Context: an optimization exercise on an open-source flow, tuned for small area. The choices shown serve that exercise and are no tape-out recipe. The RTL was checked by simulation tests, not by an equivalence proof against the original design. No activity file was given, so power comes from the tool's default toggle rates.

the reference run:
Design aba_energy, start of the top module:
module aba_energy (
    input  wire               clk,
    input  wire               rst,
    input  wire               run,
    input  wire               tick,
    input  wire signed [47:0] p1,
    input  wire signed [47:0] p2,
    input  wire signed [47:0] p3,
    input  wire        [47:0] s1,
    input  wire        [47:0] s2,
    input  wire        [47:0] s3,
    input  wire        [39:0] kp1,
    input  wire        [39:0] kp2,
    input  wire        [39:0] kp3,
    input  wire        [47:0] creep_thr,
    input  wire               wr_en,
    input  wire        [2:0]  wr_sel,
    input  wire        [63:0] wr_data,
    input  wire        [2:0]  rd_sel,
    output wire        [63:0] rd_count,
    output wire        [3:0]  dir
);
Settings: LEC_CHECK=0, CAP_MARGIN=0, CORE_MARGIN=2, CORE_UTILIZATION=60, CTS_BUF_LIST=sky130_fd_sc_hd__clkbuf_8, SLEW_MARGIN=0; clock period 20.0 ns.
standard.sh (not shown) runs the stock make flow with config.mk's settings and CLKGATE_MAP_FILE= SYNTH_SCRIPT=/design/flow/synth_recipe.tcl, a recipe that flattens the netlist after the stock synthesis.
==> flow/flow/run.sh <==
#!/bin/bash
# Layout flow: the standard ORFS flow (standard.sh), with two changes:
#  - synthesis: the technology mapping of the combinational logic by ABC
#    uses an area-oriented script (flow/abc_area.script) instead of ORFS's
#    speed script; registers, their names and cells, flattening and
#    renaming are those of the standard synthesis;
#  - placement: every input and output port still gets its own buffer,
#    but a plain sky130_fd_sc_hd__buf_1 instead of the default cell;
#  - CTS: no dummy loads; leaf clusters and buffer as set below.
# Floorplan, placement, CTS and routing are otherwise the standard flow.
set -euo pipefail
W=$(cd "$(dirname "$0")/.." && pwd)
cat > "$W/area_synth.tcl" <<EOT
proc abc {args} {
  set i [lsearch \$args -script]
  if {\$i >= 0} { lset args [expr {\$i + 1}] {$W/flow/abc_area.script} }
  yosys abc {*}\$args
}
source {$W/synth_recipe.tcl}
EOT
sed "s#SYNTH_SCRIPT=[^ ]*#SYNTH_SCRIPT=$W/area_synth.tcl#" "$W/standard.sh" > "$W/area_standard.sh"
grep -q "SYNTH_SCRIPT=$W/area_synth.tcl" "$W/area_standard.sh"
export BUFFER_PORTS_ARGS="-buffer_cell sky130_fd_sc_hd__buf_1"
export CTS_ARGS="-sink_clustering_enable -repair_clock_nets -dont_use_dummy_load -buf_list sky130_fd_sc_hd__clkbuf_8 -sink_clustering_size 16 -sink_clustering_max_diameter 45"
bash "$W/area_standard.sh" > "$W/flow_make.log" 2>&1
==> flow/flow/abc_area.script <==
strash
&get -n
&fraig -x
&put
scorr
dc2
strash
&get -n
&dch -f
&nf -a
&put
The reference run: full flow OK, the timing, DRC and antenna checks passed
Relative to the reference run, the following input files were edited for the trial run:
Settings: CTS_BUF_LIST: sky130_fd_sc_hd__clkbuf_8 -> sky130_fd_sc_hd__clkbuf_4.
--- a/flow/flow/run.sh
+++ b/flow/flow/run.sh
@@ -22,4 +22,4 @@
 grep -q "SYNTH_SCRIPT=$W/area_synth.tcl" "$W/area_standard.sh"
 export BUFFER_PORTS_ARGS="-buffer_cell sky130_fd_sc_hd__buf_1"
-export CTS_ARGS="-sink_clustering_enable -repair_clock_nets -dont_use_dummy_load -buf_list sky130_fd_sc_hd__clkbuf_8 -sink_clustering_size 16 -sink_clustering_max_diameter 45"
+export CTS_ARGS="-sink_clustering_enable -repair_clock_nets -dont_use_dummy_load -buf_list sky130_fd_sc_hd__clkbuf_4 -sink_clustering_size 10 -sink_clustering_max_diameter 40"
 bash "$W/area_standard.sh" > "$W/flow_make.log" 2>&1
The trial run against the reference run: total CTS buffers went up about 28%; global-route wire length before repair went up about 0.35%. On met2 track demand over resource, the trial run and the reference run are basically level. The trial run: done, clean on timing, DRC and antenna. From the reference run to the trial run the numbers moved as follows: measured slew at the worst slew-check pin climbed 0.0068 ns; power consumption down 4.3%.

* * *

Another version of the RTL of aba_energy (not shown whole).
Size in the first run: ~2,700 cells after synthesis, roughly 1,100 flip-flops, roughly 600 I/O pins.
Design aba_energy, start of the top module:
module aba_energy (
    input  wire               clk,
    input  wire               rst,
    input  wire               run,
    input  wire               tick,
    input  wire signed [47:0] p1,
    input  wire signed [47:0] p2,
    input  wire signed [47:0] p3,
    input  wire        [47:0] s1,
    input  wire        [47:0] s2,
    input  wire        [47:0] s3,
    input  wire        [39:0] kp1,
    input  wire        [39:0] kp2,
    input  wire        [39:0] kp3,
    input  wire        [47:0] creep_thr,
    input  wire               wr_en,
    input  wire        [2:0]  wr_sel,
    input  wire        [63:0] wr_data,
    input  wire        [2:0]  rd_sel,
    output wire        [63:0] rd_count,
    output wire        [3:0]  dir
);
export LEC_CHECK = 0
export CAP_MARGIN = 20
export CORE_MARGIN = 2
export CORE_UTILIZATION = 50
export CTS_BUF_LIST = sky130_fd_sc_hd__clkbuf_4
export SLEW_MARGIN = 20
create_clock -name core_clock -period 20.0 [get_ports {clk}]
==> flow/flow/run.sh <==
#!/bin/bash
# Layout flow: the standard ORFS flow (standard.sh), with two changes:
#  - synthesis: the technology mapping of the combinational logic by ABC
#    uses an area-oriented script (flow/abc_area.script) instead of ORFS's
#    speed script; registers, their names and cells, flattening and
#    renaming are those of the standard synthesis;
#  - placement: every input and output port still gets its own buffer,
#    but a plain sky130_fd_sc_hd__buf_1 instead of the default cell;
#  - CTS: no dummy loads; leaf clusters and buffer as set below.
# Floorplan, placement, CTS and routing are otherwise the standard flow.
set -euo pipefail
W=$(cd "$(dirname "$0")/.." && pwd)
cat > "$W/area_synth.tcl" <<EOT
proc abc {args} {
  set i [lsearch \$args -script]
  if {\$i >= 0} { lset args [expr {\$i + 1}] {$W/flow/abc_area.script} }
  yosys abc {*}\$args
}
source {$W/synth_recipe.tcl}
EOT
sed "s#SYNTH_SCRIPT=[^ ]*#SYNTH_SCRIPT=$W/area_synth.tcl#" "$W/standard.sh" > "$W/area_standard.sh"
grep -q "SYNTH_SCRIPT=$W/area_synth.tcl" "$W/area_standard.sh"
export BUFFER_PORTS_ARGS="-buffer_cell sky130_fd_sc_hd__buf_1"
export CTS_ARGS="-sink_clustering_enable -repair_clock_nets -dont_use_dummy_load -buf_list sky130_fd_sc_hd__clkbuf_4 -sink_clustering_size 10 -sink_clustering_max_diameter 60"
bash "$W/area_standard.sh" > "$W/flow_make.log" 2>&1
Scripts as last shown in full above: flow/flow/abc_area.script
Change:
--- a/flow/flow/run.sh
+++ b/flow/flow/run.sh
@@ -24 +24 @@
-export CTS_ARGS="-sink_clustering_enable -repair_clock_nets -dont_use_dummy_load -buf_list sky130_fd_sc_hd__clkbuf_4 -sink_clustering_size 10 -sink_clustering_max_diameter 60"
+export CTS_ARGS="-sink_clustering_enable -repair_clock_nets -dont_use_dummy_load -buf_list sky130_fd_sc_hd__clkbuf_8 -sink_clustering_size 16 -sink_clustering_max_diameter 80"
Settings changed: CTS_BUF_LIST sky130_fd_sc_hd__clkbuf_4 to sky130_fd_sc_hd__clkbuf_8.
After rerunning:
- worst setup slack loses 0.11 ns
- worst hold slack gains 0.030 ns
- sequential power hardly moves
- final area stays flat
- die area stays the same
- total power is higher slightly

==> re-timing with driven ports <==
The results above use ideal ports. As a check the final layouts listed here were re-extracted and re-timed, cells and wires unchanged. Step 1 assumes that a clkbuf_16 drives the clock port and a buf_2 every other input. Step 2 also shifts input and output timing later by t, the mid clock arrival at the registers, as if the neighbouring blocks saw the same clock. Three values: ideal ports, drivers, drivers and shift; two values: the first two.
| run | t, ns | setup slack, ns | worst setup path at the end |
|---|---|---|---|
| the reference run | 0.770 | 1.486 / 1.486 / 0.983 | input to register |
| the trial run | 1.040 | 1.472 / 1.472 / 0.936 | input to register |
| the first run of note 2 | 1.027 | 1.667 / 1.667 / 0.972 | input to register |
| the second run of note 2 | 0.732 | 1.554 / 1.554 / 0.998 | input to register |
After both steps every run listed still meets setup and hold. The setup slack of the first run of note 2, which loses most, moves by 0.000 ns with the drivers and by -0.695 ns with both steps.
